Context: an optimization exercise on an open-source flow, tuned for small area, a short achievable clock period and few clock cycles. The choices shown serve that exercise and are no tape-out recipe.
In this exercise RTL edits were held to simulation tests only and were not proved equivalent to the original.

`flow/run.sh`:
```
#!/bin/bash
# synth_recipe.tcl (not shown) runs the flow's synth.tcl, then flattens the netlist and writes it again
# the make line also repeats each setting of config.mk as NAME=value (left out here)
make -C /OpenROAD-flow-scripts/flow DESIGN_CONFIG=/design/flow/config.mk WORK_HOME=/design/flow/orfs CLKGATE_MAP_FILE= SYNTH_SCRIPT=/design/flow/synth_recipe.tcl finish
```
`flow/design.v`:
```
module nyate_core (
    input  wire        clk,
    input  wire        rst,           
    input  wire [15:0] ilen,          
    input  wire [10:0] dlen,          
    output wire [14:0] imem_addr,
    input  wire [35:0] imem_rdata,
    output reg  [15:0] dmem_addr,
    output reg         dmem_we,
    output reg  [17:0] dmem_wdata,
    input  wire [17:0] dmem_rdata,
    output reg         halted,
    output reg  [3:0]  fault_cause,
    output reg  [17:0] fault_detail
);
    localparam [3:0] F_ILLEGAL    = 4'd1;
    localparam [3:0] F_CODE_RANGE = 4'd2;
    localparam [3:0] F_DATA_RANGE = 4'd3;
    localparam [3:0] F_DIV_ZERO   = 4'd5;
    localparam [3:0] F_TRAP       = 4'd9;
    localparam SW_Z = 0, SW_N = 1, SW_C = 2, SW_V = 3, SW_SO = 4, SW_DZ = 5,
               SW_TRAP_DZ = 8;
    localparam [8:0] SW_MASK = 9'h13F;
    localparam [2:0] S_FETCH = 3'd0, S_EXEC = 3'd1, S_LOAD = 3'd2,
                     S_DIV = 3'd3, S_HALT = 3'd4;
    reg [2:0]  state;
    reg [15:0] pc;
    reg [8:0]  sw;
    reg [35:0] ir;
    reg [17:0] regs [0:15];
    reg [17:0] div_q;      
    reg [18:0] div_r;      
    reg [17:0] div_d;      
    reg [4:0]  div_cnt;
    reg        div_qneg;   
    reg        div_rneg;   
    reg        div_signed;
    integer i;
    assign imem_addr = pc[14:0];
    wire [35:0] instr = (state == S_EXEC) ? imem_rdata : ir;
    wire [17:0] imm = instr[35:18];
    wire [5:0]  op  = instr[17:12];
    wire [3:0]  rd  = instr[11:8];
    wire [3:0]  ra  = instr[7:4];
    wire [3:0]  rb  = instr[3:0];
    wire [17:0] a_val  = regs[ra];
    wire [17:0] b_reg  = regs[rb];
    wire [17:0] d_val  = regs[rd];
    wire [17:0] b_val  = op[0] ? imm : b_reg;    
    wire rd0 = (rd == 4'd0), ra0 = (ra == 4'd0), rb0 = (rb == 4'd0),
         imm0 = (imm == 18'd0);
    reg illegal;
    always @(*) begin
        illegal = 1'b0;
        if (op == 6'h00)                           
            illegal = !(rd0 && ra0 && rb0 && imm0);
        else if (op == 6'h01)                      
            illegal = !(ra0 && rb0);
        else if (op >= 6'h02 && op <= 6'h1B && op != 6'h10 && op != 6'h11)
            illegal = op[0] ? !rb0 : !imm0;        
        else if (op == 6'h10)                      
            illegal = !(rd0 && imm0);
        else if (op == 6'h11)                      
            illegal = !(rd0 && rb0);
        else if (op == 6'h1C || op == 6'h1D)       
            illegal = !(rb0 && imm0);
        else if (op >= 6'h1E && op <= 6'h21)       
            illegal = !imm0 || rd[0];
        else if (op == 6'h22)                      
            illegal = !(ra0 && rb0 && imm0);
        else if (op == 6'h23)                      
            illegal = !(rd0 && rb0 && imm0);
        else if (op == 6'h24 || op == 6'h25)       
            illegal = !rb0;
        else if (op == 6'h36)                      
            illegal = !(ra0 && rb0) || (imm[17:15] != 3'd0);
        else if (op == 6'h37)                      
            illegal = !(ra0 && rb0);
        else if (op == 6'h38)                      
            illegal = !(rd0 && rb0 && imm0);
        else if (op == 6'h3A)                      
            illegal = !(rd0 && ra0 && rb0);
        else
            illegal = 1'b1;
    end
    wire cin = sw[SW_C];
    wire        add_ci  = (op[5:1] == 5'h02) ? cin : 1'b0;           
    wire [18:0] add_t   = {1'b0, a_val} + {1'b0, b_val} + {18'd0, add_ci};
    wire [17:0] add_r   = add_t[17:0];
    wire        add_v   = (a_val[17] == b_val[17]) && (add_r[17] != a_val[17]);
    wire        sub_ci  = (op[5:1] == 5'h04) ? cin : 1'b0;           
    wire [18:0] sub_t   = {1'b0, a_val} - {1'b0, b_val} - {18'd0, sub_ci};
    wire [17:0] sub_r   = sub_t[17:0];
    wire        sub_v   = (a_val[17] != b_val[17]) && (sub_r[17] != a_val[17]);
    wire        k_small = (b_val < 18'd19);
    wire [4:0]  k5      = b_val[4:0];
    wire [36:0] shl_w   = {19'd0, a_val} << k5;
    wire [18:0] shr_w   = {a_val, 1'b0} >> k5;
    wire [4:0]  k_sar   = (b_val >= 18'd18) ? 5'd18 : b_val[4:0];
    wire [18:0] sar_w   = $signed({a_val, 1'b0}) >>> k_sar;
    wire [17:0] rot_m   = b_val % 18'd18;
    wire [35:0] rol_w   = {a_val, a_val} << rot_m[4:0];
    wire [35:0] ror_w   = {a_val, a_val} >> rot_m[4:0];
    wire [17:0] rol_r   = rol_w[35:18];
    wire [17:0] ror_r   = ror_w[17:0];
    wire [35:0] mulu_p  = a_val * b_reg;
    wire signed [35:0] muls_p = $signed(a_val) * $signed(b_reg);
    wire [35:0] mul_p   = (op == 6'h1E) ? mulu_p : muls_p;
    wire [17:0] neg_r   = 18'd0 - a_val;
    wire [17:0] abs_r   = a_val[17] ? neg_r : a_val;
    wire        a_min   = (a_val == 18'h20000);
    reg cond;
    always @(*) begin
        case (rd)
            4'd0:  cond = 1'b1;
            4'd1:  cond = sw[SW_Z];
            4'd2:  cond = !sw[SW_Z];
            4'd3:  cond = sw[SW_C];
            4'd4:  cond = !sw[SW_C];
            4'd5:  cond = sw[SW_N];
            4'd6:  cond = !sw[SW_N];
            4'd7:  cond = sw[SW_V];
            4'd8:  cond = !sw[SW_V];
            4'd9:  cond = !sw[SW_C] && !sw[SW_Z];
            4'd10: cond = sw[SW_C] || sw[SW_Z];
            4'd11: cond = (sw[SW_N] == sw[SW_V]);
            4'd12: cond = (sw[SW_N] != sw[SW_V]);
            4'd13: cond = !sw[SW_Z] && (sw[SW_N] == sw[SW_V]);
            4'd14: cond = sw[SW_Z] || (sw[SW_N] != sw[SW_V]);
            default: cond = sw[SW_SO];
        endcase
    end
    wire [17:0] maddr    = a_val + imm;
    wire [17:0] dlimit   = {1'b0, dlen, 6'd0};
    wire        mrange   = (maddr >= dlimit);
    wire [14:0] tgt      = (op == 6'h38) ? a_val[14:0] : imm[14:0];
    wire        trange   = ({1'b0, tgt} >= ilen);
    wire [15:0] pc_next  = pc + 16'd1;
    reg        x_fault;
    reg [3:0]  x_cause;
    reg [17:0] x_detail;
    reg        x_wr;           
    reg        x_wr2;          
    reg [17:0] x_res, x_res2;
    reg [8:0]  x_sw;
    reg [15:0] x_pc;
    reg        x_load, x_store, x_div;
    function [8:0] flags_zncv(input [8:0] s, input [17:0] r, input c, input v);
        begin
            flags_zncv = s;
            flags_zncv[SW_Z] = (r == 18'd0);
            flags_zncv[SW_N] = r[17];
            flags_zncv[SW_C] = c;
            flags_zncv[SW_V] = v;
            if (v) flags_zncv[SW_SO] = 1'b1;
        end
    endfunction
    function [8:0] flags_zn(input [8:0] s, input [17:0] r);
        begin
            flags_zn = s;
            flags_zn[SW_Z] = (r == 18'd0);
            flags_zn[SW_N] = r[17];
        end
    endfunction
    always @(*) begin
        x_fault  = 1'b0;
        x_cause  = 4'd0;
        x_detail = 18'd0;
        x_wr     = 1'b0;
        x_wr2    = 1'b0;
        x_res    = 18'd0;
        x_res2   = 18'd0;
        x_sw     = sw;
        x_pc     = pc_next;
        x_load   = 1'b0;
        x_store  = 1'b0;
        x_div    = 1'b0;
        if (illegal) begin
            x_fault  = 1'b1;
            x_cause  = F_ILLEGAL;
            x_detail = instr[17:0];
        end else begin
            case (op)
                6'h00: ;                                         
                6'h01: begin x_wr = 1'b1; x_res = imm; end       
                6'h02, 6'h03, 6'h04, 6'h05: begin                
                    x_wr = 1'b1; x_res = add_r;
                    x_sw = flags_zncv(sw, add_r, add_t[18], add_v);
                end
                6'h06, 6'h07, 6'h08, 6'h09, 6'h10, 6'h11: begin  
                    x_wr = (op[5:1] != 5'h08); x_res = sub_r;
                    x_sw = flags_zncv(sw, sub_r, sub_t[18], sub_v);
                end
                6'h0A, 6'h0B: begin
                    x_wr = 1'b1; x_res = a_val & b_val; x_sw = flags_zn(sw, a_val & b_val);
                end
                6'h0C, 6'h0D: begin
                    x_wr = 1'b1; x_res = a_val | b_val; x_sw = flags_zn(sw, a_val | b_val);
                end
                6'h0E, 6'h0F: begin
                    x_wr = 1'b1; x_res = a_val ^ b_val; x_sw = flags_zn(sw, a_val ^ b_val);
                end
                6'h12, 6'h13: begin                              
                    x_wr = 1'b1;
                    x_res = k_small ? shl_w[17:0] : 18'd0;
                    x_sw = flags_zn(sw, x_res);
                    x_sw[SW_C] = k_small ? shl_w[18] : 1'b0;
                end
                6'h14, 6'h15: begin                              
                    x_wr = 1'b1;
                    x_res = k_small ? shr_w[18:1] : 18'd0;
                    x_sw = flags_zn(sw, x_res);
                    x_sw[SW_C] = k_small ? shr_w[0] : 1'b0;
                end
                6'h16, 6'h17: begin                              
                    x_wr = 1'b1;
                    x_res = sar_w[18:1];
                    x_sw = flags_zn(sw, x_res);
                    x_sw[SW_C] = sar_w[0];
                end
                6'h18, 6'h19: begin                              
                    x_wr = 1'b1;
                    x_res = rol_r;
                    x_sw = flags_zn(sw, x_res);
                    x_sw[SW_C] = (rot_m != 18'd0) ? rol_r[0] : 1'b0;
                end
                6'h1A, 6'h1B: begin                              
                    x_wr = 1'b1;
                    x_res = ror_r;
                    x_sw = flags_zn(sw, x_res);
                    x_sw[SW_C] = (rot_m != 18'd0) ? ror_r[17] : 1'b0;
                end
                6'h1C: begin                                     
                    x_wr = 1'b1; x_res = neg_r;
                    x_sw = flags_zncv(sw, neg_r, !(a_val == 18'd0), a_min);
                end
                6'h1D: begin                                     
                    x_wr = 1'b1; x_res = abs_r;
                    x_sw = flags_zncv(sw, abs_r, sw[SW_C], a_min);
                end
                6'h1E, 6'h1F: begin                              
                    x_wr = 1'b1; x_wr2 = 1'b1;
                    x_res = mul_p[17:0]; x_res2 = mul_p[35:18];
                    x_sw[SW_Z] = (mul_p == 36'd0);
                    x_sw[SW_N] = mul_p[35];
                    x_sw[SW_C] = 1'b0;
                    x_sw[SW_V] = 1'b0;
                end
                6'h20, 6'h21: begin                              
                    if (b_reg == 18'd0) begin
                        if (sw[SW_TRAP_DZ]) begin
                            x_fault = 1'b1; x_cause = F_DIV_ZERO; x_detail = 18'd0;
                        end else begin
                            x_wr = 1'b1; x_wr2 = 1'b1;
                            x_res = 18'd0; x_res2 = a_val;
                            x_sw[SW_Z] = 1'b1; x_sw[SW_N] = 1'b0;
                            x_sw[SW_C] = 1'b0; x_sw[SW_V] = 1'b0;
                            x_sw[SW_DZ] = 1'b1;
                        end
                    end else begin
                        x_div = 1'b1;
                    end
                end
                6'h22: begin x_wr = 1'b1; x_res = {9'd0, sw}; end    
                6'h23: x_sw = a_val[8:0] & SW_MASK;                  
                6'h24, 6'h25: begin                                  
                    if (mrange) begin
                        x_fault = 1'b1; x_cause = F_DATA_RANGE; x_detail = maddr;
                    end else if (op == 6'h24) begin
                        x_load = 1'b1;
                    end else begin
                        x_store = 1'b1;
                    end
                end
                6'h36, 6'h37, 6'h38: begin                           
                    if (op != 6'h36 || cond) begin
                        if (trange) begin
                            x_fault = 1'b1; x_cause = F_CODE_RANGE; x_detail = {3'd0, tgt};
                        end else begin
                            x_pc = {1'b0, tgt};
                            if (op == 6'h37) begin
                                x_wr = 1'b1; x_res = {2'd0, pc_next};
                            end
                        end
                    end
                end
                6'h3A: begin                                         
                    x_fault = 1'b1; x_cause = F_TRAP; x_detail = imm;
                end
                default: ;
            endcase
        end
    end
    always @(*) begin
        dmem_addr  = maddr[15:0];
        dmem_we    = (state == S_EXEC) && x_store;
        dmem_wdata = d_val;
    end
    wire [18:0] div_t    = {div_r[17:0], div_q[17]};
    wire        div_ge   = (div_t >= {1'b0, div_d});
    wire [18:0] div_rn   = div_ge ? (div_t - {1'b0, div_d}) : div_t;
    wire [17:0] div_qn   = {div_q[16:0], div_ge};
    wire [17:0] div_a_mag = (op == 6'h21 && a_val[17]) ? neg_r : a_val;
    wire [17:0] div_b_mag = (op == 6'h21 && b_reg[17]) ? (18'd0 - b_reg) : b_reg;
    wire [17:0] div_qf   = div_qneg ? (18'd0 - div_q) : div_q;
    wire [17:0] div_rf   = div_rneg ? (18'd0 - div_r[17:0]) : div_r[17:0];
    wire        div_vf   = div_signed && !div_qneg && div_q[17];
    always @(posedge clk) begin
        if (rst) begin
            state        <= S_FETCH;
            pc           <= 16'd0;
            sw           <= 9'd0;
            ir           <= 36'd0;
            halted       <= 1'b0;
            fault_cause  <= 4'd0;
            fault_detail <= 18'd0;
            div_q        <= 18'd0;
            div_r        <= 19'd0;
            div_d        <= 18'd0;
            div_cnt      <= 5'd0;
            div_qneg     <= 1'b0;
            div_rneg     <= 1'b0;
            div_signed   <= 1'b0;
            for (i = 0; i < 16; i = i + 1)
                regs[i] <= 18'd0;
        end else begin
            case (state)
                S_FETCH: begin
                    if (pc >= ilen) begin
                        halted       <= 1'b1;
                        fault_cause  <= F_CODE_RANGE;
                        fault_detail <= {2'd0, pc};
                        state        <= S_HALT;
                    end else begin
                        state <= S_EXEC;
                    end
                end
                S_EXEC: begin
                    ir <= imem_rdata;
                    if (x_fault) begin
                        halted       <= 1'b1;
                        fault_cause  <= x_cause;
                        fault_detail <= x_detail;
                        state        <= S_HALT;
                    end else if (x_load) begin
                        state <= S_LOAD;
                    end else if (x_div) begin
                        div_q      <= div_a_mag;
                        div_r      <= 19'd0;
                        div_d      <= div_b_mag;
                        div_cnt    <= 5'd0;
                        div_signed <= (op == 6'h21);
                        div_qneg   <= (op == 6'h21) && (a_val[17] != b_reg[17]);
                        div_rneg   <= (op == 6'h21) && a_val[17];
                        state      <= S_DIV;
                    end else begin
                        if (x_wr)  regs[rd] <= x_res;
                        if (x_wr2) regs[{rd[3:1], 1'b1}] <= x_res2;
                        sw    <= x_sw;
                        pc    <= x_pc;
                        state <= S_FETCH;
                    end
                end
                S_LOAD: begin
                    regs[rd] <= dmem_rdata;
                    pc       <= pc_next;
                    state    <= S_FETCH;
                end
                S_DIV: begin
                    if (div_cnt == 5'd18) begin
                        regs[rd]                 <= div_qf;
                        regs[{rd[3:1], 1'b1}]    <= div_rf;
                        sw[SW_Z] <= (div_qf == 18'd0);
                        sw[SW_N] <= div_qf[17];
                        sw[SW_C] <= 1'b0;
                        sw[SW_V] <= div_vf;
                        if (div_vf) sw[SW_SO] <= 1'b1;
                        pc    <= pc_next;
                        state <= S_FETCH;
                    end else begin
                        div_q   <= div_qn;
                        div_r   <= div_rn;
                        div_cnt <= div_cnt + 5'd1;
                    end
                end
                default: ;    
            endcase
        end
    end
endmodule
```
`flow/constraint.sdc`:
```
create_clock -name core_clock -period 14.0 [get_ports {clk}]
set_input_delay 2.8000 -clock core_clock [delete_from_list [all_inputs] [get_ports {clk}]]
set_output_delay 2.8000 -clock core_clock [all_outputs]
set_load 0.01 [all_outputs]
```
`flow/config.mk`:
```
export PLATFORM = sky130hd
export DESIGN_NAME = nyate_core
export DESIGN_NICKNAME = nyate_core
export VERILOG_FILES = /design/flow/design.v
export SDC_FILE = /design/flow/constraint.sdc
export NUM_CORES = 4
export LEC_CHECK = 0
export CAP_MARGIN = 20
export CORE_MARGIN = 2
export CORE_UTILIZATION = 40
export SLEW_MARGIN = 20
```
==> results.txt <==
routing usage on met3 10.5%; status complete, no violations; Worst-Margin Slew 1.25 ns; DR pass1 iterations 6; synth top area cells fa_1 15%, edfxtp_1 14%, nand2_1 7.4%; Post-synth EDFFs 288; crit share post-route 97.2%; Root Buffer clkbuf_16; cell taking the most area after synthesis fa_1; CTS sink cnt 435; I/O Pins 156; CTS tree built; clock slew at reported path FFs 0.06 ns; routed wire length 325000 um; vias in the first global route 62200; Final ANT Viol Nets 0; Synth Flop Type edfxtp_1; Clock Skew 0.0325 ns; slowest cell on the critical path clkdlybuf4s50_1; gate count after technology mapping 7602; Die Area 155000 um2; number of CTS-inserted buffers 47; grt met2 use 59.7%; height of the die 393 um; reg2reg path depth 44; gpl congestion 1.06; Post-Route Setup TNS 0 ns; clock tree buffer depth 3; Residual DRC 0; FP Rows 142; Tmin final 13.61 ns; Cell variety after synth 115; Core Region 150000 um2; initial DRC count 9054; H-tree Lvls 2; DP HPWL 253000 um; Max-slew headroom 16.2%; CP most frequent cell a21oi_1; Final Hold Violating Endpoints 0; register area share after synthesis 19.1%; Ys Warns 1; WHS Path Cells 2; CP Launch Type input pin; syn_nets 8467; Yosys reg bits 435; ratio of cells with drive above 1 in the final layout 16.3%; GRT Max-Usage Layer met2; worst min path class reg -> reg; GRT Total Usage 40.7%; max-cap violations 0; syn avg cell area 7.98 um2; Worst Setup End Kind primary output; DR vias 65200; asr flop ratio synth 0%; Mapped Area 60700 um2; first-pass GRT wire length 460000 um; nets@finish 9069; delay of the slowest cell on the worst path 0.53 ns; Slew Limit Fails 0; Starting Density 40.4%; # port buffers 155; largest net degree at the start of global routing 155; worst path required time 11.20 ns; Final Setup Violations 0; crit path DAT 10.81 ns; antenna violations before repair 13; top cell type's share of synthesized area 15.1%; Hold Slack 0.450 ns; met1 Use GR 53.9%; fmax 73.5 MHz; wire length per cell 31.7 um; maximum fanout along the worst path 12; Filler cells 14800; die span in x 393 um; Synth-to-Final Area Change 20.4%; Crit Path Category in -> out; GRT overflow 0; via/cell ratio 6.35; clock latency on the worst-skew pair 0.67 ns
-- synthesized netlist by cell type, types with 50 or more instances --
library cell	number
and3_1	72
buf_1	73
clkbuf_1	404
dfxtp_1	147
nand2_1	1197
a211oi_1	121
a31oi_1	78
mux2i_1	185
nand2b_1	51
edfxtp_1	288
a21oi_1	456
o21ai_0	302
fa_1	458
nand3_1	295
a21o_1	52
o211ai_1	69
o21bai_1	85
xnor2_1	182
inv_1	655
o221ai_1	50
o22ai_1	133
nor3_1	125
and2_1	54
nor2_1	705
a22oi_1	55
a311oi_1	82
mux4_2	92
ha_1	324
-- flip-flops by register name, summed over array words and instances, names as in the netlist --
| name | cells |
|---|---|
| regs | 288 |
| ir | 36 |
| div_d | 18 |
| div_q | 18 |
| div_r | 18 |
| fault_detail | 18 |
| pc | 16 |
| sw | 7 |
| div_cnt | 5 |
| fault_cause | 4 |
| state | 3 |
| div_qneg | 1 |
| div_rneg | 1 |
| div_signed | 1 |
| halted | 1 |
-- worst max-delay path, delay by kind of cell --
| kind | cells | cell delay [ns] |
|---|---|---|
| compound gates | 15 | 2.52 |
| buf+inv | 7 | 2.10 |
| simple gates | 7 | 1.43 |
| mux | 4 | 1.11 |
| fa+ha+maj | 2 | 0.64 |
| xor+xnor | 1 | 0.17 |
-- stage by stage --
stage / instances / utilization, % / area (um2) / worst slack, ns
3_5_place_dp: 10200 / 47.2 / 70900 / -0.867
3_3_place_gp: 10200 / 47.2 / 70900 / -0.661
2_1_floorplan: 7602 / - / 60800 / 0.000216
6_report: 10300 / 48.6 / 73000 / 0.388
5_1_grt: 10300 / 48.6 / 73000 / -0.0296
4_1_cts: 10200 / 48.3 / 72600 / 0.00677
-- layout make-up --
| type | count | area, um2 | share of cell area, % |
|---|---|---|---|
| Timing Repair Buffer | 1102 | 9490 | 13.0 |
| Antenna cell | 6 | 15.0 | 0.0206 |
| Clock inverter | 32 | 407 | 0.557 |
| Clock buffer | 55 | 1260 | 1.72 |
| Sequential cell | 435 | 11600 | 15.9 |
| Multi-Input combinational cell | 5948 | 45200 | 61.9 |
| Tap cell | 2016 | 2520 | 3.45 |
| Inverter | 670 | 2510 | 3.44 |
-- layer usage --
metal,vias to the layer above,wire length [um],share of wire (%)
li1,28100,-,-
met1,32000,127000,39
met2,4236,136000,42
met3,838,38100,12
met4,20,24000,7.4
met5,-,127,0.039
-- logic make-up (layout without fill, tap and decap cells) --
family,Yosys count,count (layout),share of synthesized area (%)
simple gates,2755,2755,20.0
other cells,0,6,0
flops,435,435,19.1
mux,298,298,6.87
fa+ha+maj,783,783,21.8
buf+inv,1220,1859,7.85
compound gates,1880,1881,21.0
xor+xnor,231,231,3.33
-- cell usage in the layout, fill, tap and decap left out, types with 155 or more instances in the layout --
master / synthesis / layout
xnor2_1: 182 / 177
buf_4: 18 / 872
nand3_1: 295 / 294
inv_1: 655 / 655
mux2i_1: 185 / 155
fa_1: 458 / 458
nand2_1: 1197 / 1192
ha_1: 324 / 324
o21ai_0: 302 / 298
nor2_1: 705 / 699
a21oi_1: 456 / 409
edfxtp_1: 288 / 288
-- what timing repair did --
item | in CTS | in global routing
gates cloned | 0 | 1
hold endpoints to repair | 0 | 0
endpoints found under the setup margin | 42 | 292
hold buffers | 0 | 0
setup buffers | 0 | 7
pin swaps | 0 | 10
resized for setup | 4 | 69
-- final timing paths --
path	from	to	slack, ns
worst max-delay path	imem_rdata[5]	dmem_we	0.39
worst min-delay path	halted$_SDFFE_PP0P_	halted$_SDFFE_PP0P_	0.45
worst max register to register	state[1]$_SDFFE_PP0P_	regs[1][2]$_DFFE_PP_	1.32
worst min register to register	halted$_SDFFE_PP0P_	halted$_SDFFE_PP0P_	0.45
Testbench counts, summed over its fixed seeds: cycles 117,681.

[afterwards: timing with drivers on the ports]
How much do the figures lean on ideal ports? The routed layout below was timed once more, with nothing changed but the port constraints.
Step 1, drivers: a clkbuf_16 drives clk and a buf_2 each remaining input, both assumed.
Step 2 adds t to the input delays and takes it off the output delays; t is the mean of the earliest and latest rising clock arrival at the registers after step 1. Input paths then give back, and output paths get back, about the clock's delay inside the block.
Slacks: ideal / step 1 / step 2; pairs: ideal / step 1.
t (ns): 0.716
setup slack, ns: 0.388 / 0.364 / -0.267
worst data-port slew with drivers (ns): 0.08
With both steps, setup timing fails in this run, where it was met with ideal ports. For this run, drivers alone change the setup slack by -0.024 ns; drivers and shift together by -0.655 ns.
